From an optimization exercise on the open Yosys and OpenROAD flow, aimed at small area, a short achievable clock period and few clock cycles per item; shortcuts taken in it are not production practice.
The RTL was checked by simulation tests, not by an equivalence proof against the original design.

==> delta: inputs <==
==> flow/design.v (excerpt) <==
module loop_law (
    input             clk,
    input             rst,
    input             start,
    output            ready,
    output reg        done,
    input             en,           
    input             sign,         
    input             track,        
    input             bank,         
    input             rec_ecc,      
    input             rights_ok,    
    input      [15:0] age_max,
    input      [15:0] period,
    input      [31:0] out_min,
    input      [31:0] out_max,
    input      [31:0] rate,
    input      [31:0] kp_a,
    input      [31:0] ki_a,
    input      [31:0] kd_a,
    input      [31:0] kp_b,
    input      [31:0] ki_b,
    input      [31:0] kd_b,
    input      [31:0] shape,
    input      [31:0] pv_value,
    input      [31:0] pv_status,
    input      [31:0] sp_value,
    input      [31:0] sp_status,
    input      [31:0] out_value,
    input      [31:0] out_status,
    input      [31:0] iprev_i,
    input      [31:0] dprev_i,
    input      [31:0] yprev_i,
    input      [31:0] uprev_i,
    input      [31:0] flags_i,
    output reg [3:0]  code,         
    output reg        wr,           
    output reg [31:0] iprev_o,
    output reg [31:0] dprev_o,
    output reg [31:0] yprev_o,
    output reg [31:0] uprev_o,
    output reg [31:0] flags_o,
    output reg [31:0] fe_o          
);
==> module ll_fadd, before the edit <==
module ll_fadd (
    input  [31:0] a,
    input  [31:0] b,
    output [31:0] y
);
    wire a_nan = (&a[30:23]) && (|a[22:0]);
    wire b_nan = (&b[30:23]) && (|b[22:0]);
    wire a_inf = (&a[30:23]) && !(|a[22:0]);
    wire b_inf = (&b[30:23]) && !(|b[22:0]);
    wire [7:0]  ae   = (|a[30:23]) ? a[30:23] : 8'd1;
    wire [7:0]  be   = (|b[30:23]) ? b[30:23] : 8'd1;
    wire [8:0]  dab  = {1'b0, ae} - {1'b0, be};
    wire [8:0]  dba  = {1'b0, be} - {1'b0, ae};
    wire        swap = b[30:0] > a[30:0];
    wire [31:0] x    = swap ? b : a;
    wire [31:0] z    = swap ? a : b;
    wire [7:0]  xe   = swap ? be : ae;
    wire [23:0] xm   = {|x[30:23], x[22:0]};
    wire [23:0] zm   = {|z[30:23], z[22:0]};
    wire [7:0]  d    = swap ? dba[7:0] : dab[7:0];
    wire        sub  = x[31] ^ z[31];
    wire [4:0]  ds   = (d > 8'd26) ? 5'd26 : d[4:0];
    wire [49:0] zsh  = {zm, 26'b0} >> ds;
    wire [26:0] za   = {zsh[49:24], |zsh[23:0]};
    wire [27:0] xa   = {1'b0, xm, 3'b0};
    wire [27:0] S    = xa + ({1'b0, za} ^ {28{sub}}) + {27'b0, sub};
    wire [31:0] s32  = {S, 4'b1111};
    wire        z16  = ~|s32[31:16];
    wire [15:0] t16  = z16 ? s32[15:0] : s32[31:16];
    wire        z8   = ~|t16[15:8];
    wire [7:0]  t8   = z8 ? t16[7:0] : t16[15:8];
    wire        z4   = ~|t8[7:4];
    wire [3:0]  t4   = z4 ? t8[3:0] : t8[7:4];
    wire        z2   = ~|t4[3:2];
    wire [1:0]  t2   = z2 ? t4[1:0] : t4[3:2];
    wire        z1   = ~t2[1];
    wire [4:0]  lz   = {z16, z8, z4, z2, z1};
    wire       nrm = {4'b0, lz} <= {1'b0, xe};
    wire [4:0] sh  = nrm ? lz : xe[4:0];
    wire [27:0] Sn = S << sh;
    wire [8:0] e1  = nrm ? ({1'b0, xe} + 9'd1 - {4'b0, lz}) : 9'd1;
    wire [23:0] mant = Sn[27:4];
    wire g  = Sn[3];
    wire st = |Sn[2:0];
    wire [8:0]  ef = e1 - 9'd1 + {8'b0, mant[23]};
    wire [31:0] pk = {ef[7:0], mant[22:0]} + {30'b0, g & (st | mant[0])};
    wire ovf = (ef[8]) || (ef[7:0] == 8'hFF) || (pk[30:23] == 8'hFF);
    wire zero = (S == 28'b0);
    wire rs = zero ? (sub ? 1'b0 : x[31]) : x[31];
    assign y = (a_nan || b_nan || (a_inf && b_inf && (a[31] != b[31]))) ? 32'h7FC00000 :
               a_inf ? a :
               b_inf ? b :
               zero ? {rs, 31'b0} :
               ovf ? {rs, 8'hFF, 23'b0} :
               {rs, pk[30:0]};
endmodule
Settings: LEC_CHECK=0, ABC_AREA=1, CAP_MARGIN=20, CORE_MARGIN=2, CORE_UTILIZATION=40, PLACE_DENSITY=0.6, SETUP_SLACK_MARGIN=5, SLEW_MARGIN=20; clock period 35.0 ns.
run.sh (not shown) runs the stock make flow with config.mk's settings and CLKGATE_MAP_FILE= SYNTH_SCRIPT=/design/flow/synth_recipe.tcl, a recipe that flattens the netlist after the stock synthesis.
==> inputs of xenon, as changes to delta <==
--- a/flow/design.v
+++ b/flow/design.v
@@ -110,6 +110,2 @@
     wire b_inf = (&b[30:23]) && !(|b[22:0]);
-    wire [7:0]  ae   = (|a[30:23]) ? a[30:23] : 8'd1;
-    wire [7:0]  be   = (|b[30:23]) ? b[30:23] : 8'd1;
-    wire [8:0]  dab  = {1'b0, ae} - {1'b0, be};
-    wire [8:0]  dba  = {1'b0, be} - {1'b0, ae};
     wire        swap = b[30:0] > a[30:0];
@@ -117,6 +113,7 @@
     wire [31:0] z    = swap ? a : b;
-    wire [7:0]  xe   = swap ? be : ae;
+    wire [7:0]  xe   = (|x[30:23]) ? x[30:23] : 8'd1;
+    wire [7:0]  ze   = (|z[30:23]) ? z[30:23] : 8'd1;
     wire [23:0] xm   = {|x[30:23], x[22:0]};
     wire [23:0] zm   = {|z[30:23], z[22:0]};
-    wire [7:0]  d    = swap ? dba[7:0] : dab[7:0];
+    wire [7:0]  d    = xe - ze;
     wire        sub  = x[31] ^ z[31];
@@ -126,15 +123,14 @@
     wire [27:0] xa   = {1'b0, xm, 3'b0};
-    wire [27:0] S    = xa + ({1'b0, za} ^ {28{sub}}) + {27'b0, sub};
-    wire [31:0] s32  = {S, 4'b1111};
-    wire        z16  = ~|s32[31:16];
-    wire [15:0] t16  = z16 ? s32[15:0] : s32[31:16];
-    wire        z8   = ~|t16[15:8];
-    wire [7:0]  t8   = z8 ? t16[7:0] : t16[15:8];
-    wire        z4   = ~|t8[7:4];
-    wire [3:0]  t4   = z4 ? t8[3:0] : t8[7:4];
-    wire        z2   = ~|t4[3:2];
-    wire [1:0]  t2   = z2 ? t4[1:0] : t4[3:2];
-    wire        z1   = ~t2[1];
-    wire [4:0]  lz   = {z16, z8, z4, z2, z1};
-    wire       nrm = {4'b0, lz} <= {1'b0, xe};
+    wire [27:0] S    = sub ? (xa - {1'b0, za}) : (xa + {1'b0, za});
+    function [4:0] lz28;
+        input [27:0] m;
+        integer i;
+        begin
+            lz28 = 5'd28;
+            for (i = 0; i < 28; i = i + 1)
+                if (m[i]) lz28 = 5'd27 - i[4:0];
+        end
+    endfunction
+    wire [4:0] lz  = lz28(S);
+    wire       nrm = {4'b0, lz} <= {1'b0, xe};    
     wire [4:0] sh  = nrm ? lz : xe[4:0];
SETUP_SLACK_MARGIN = default   (was 5)
==> metrics.log <==
[metrics] relative slew slack: 5.11%
[metrics] Data required, critical path: 35.60 ns
[metrics] outcome: finished clean
[metrics] crit path max fanout: 51
[metrics] routing usage on met1: between 60% and 70%
[metrics] wire length of the first global-routing pass: 891000 um
[metrics] endpoint of the most critical setup path: yprev_o[5]
[metrics] met2 wire length: 252000 um
[metrics] number of nets in the layout: 18300
[metrics] sum of routed wire length over all layers: 661000 um
the above is filed under delta

==> metrics.log <==
[metrics] crit path max fanout: 61
[metrics] relative slew slack: 8.95%
[metrics] TritonCTS Sinks: 481
[metrics] biggest area contributors in the synthesized netlist: edfxtp_1 14%, nand2_1 14%, ha_1 12%
[metrics] sum of routed wire length over all layers: 668000 um
[metrics] number of nets in the layout: 18300
[metrics] top library cells by usage in the layout, fill and taps aside: 3608 x nand2_1, 2052 x inv_1, 1314 x o21ai_0
[metrics] endpoint of the most critical setup path: uprev_o[17]
[metrics] wire length of the first global-routing pass: 894000 um
[metrics] outcome: finished clean
[metrics] routing usage on met1: around 64%
the above is filed under xenon

Testbench counts of delta, summed over its fixed seeds: cycles 24,981, evals 2,400.
Testbench counts of xenon, summed over its fixed seeds: cycles 24,981, evals 2,400.

## re-timing with driven ports
No port has a modelled driver above. Below, the same layouts with a new extraction and two added sets of constraints. Step 1 assumes that a clkbuf_16 drives the clock port and a buf_2 every other input. Step 2, shift: input delay + t, output delay - t, t = (earliest + latest rising clock arrival at the registers) / 2. This alone moves slack from input paths to output paths. Slacks: no drivers / after step 1 / after step 2; pairs: no drivers / after step 1.
run	shift t [ns]	setup WS [ns]	worst setup path after step 2
delta	0.835	5.885 / 5.963 / 5.128	input to register
xenon	0.786	1.815 / 1.843 / 1.056	input to register
After both steps every run listed still meets setup and hold. For xenon, which loses most, drivers alone change the setup slack by +0.028 ns; drivers and shift together by -0.759 ns.
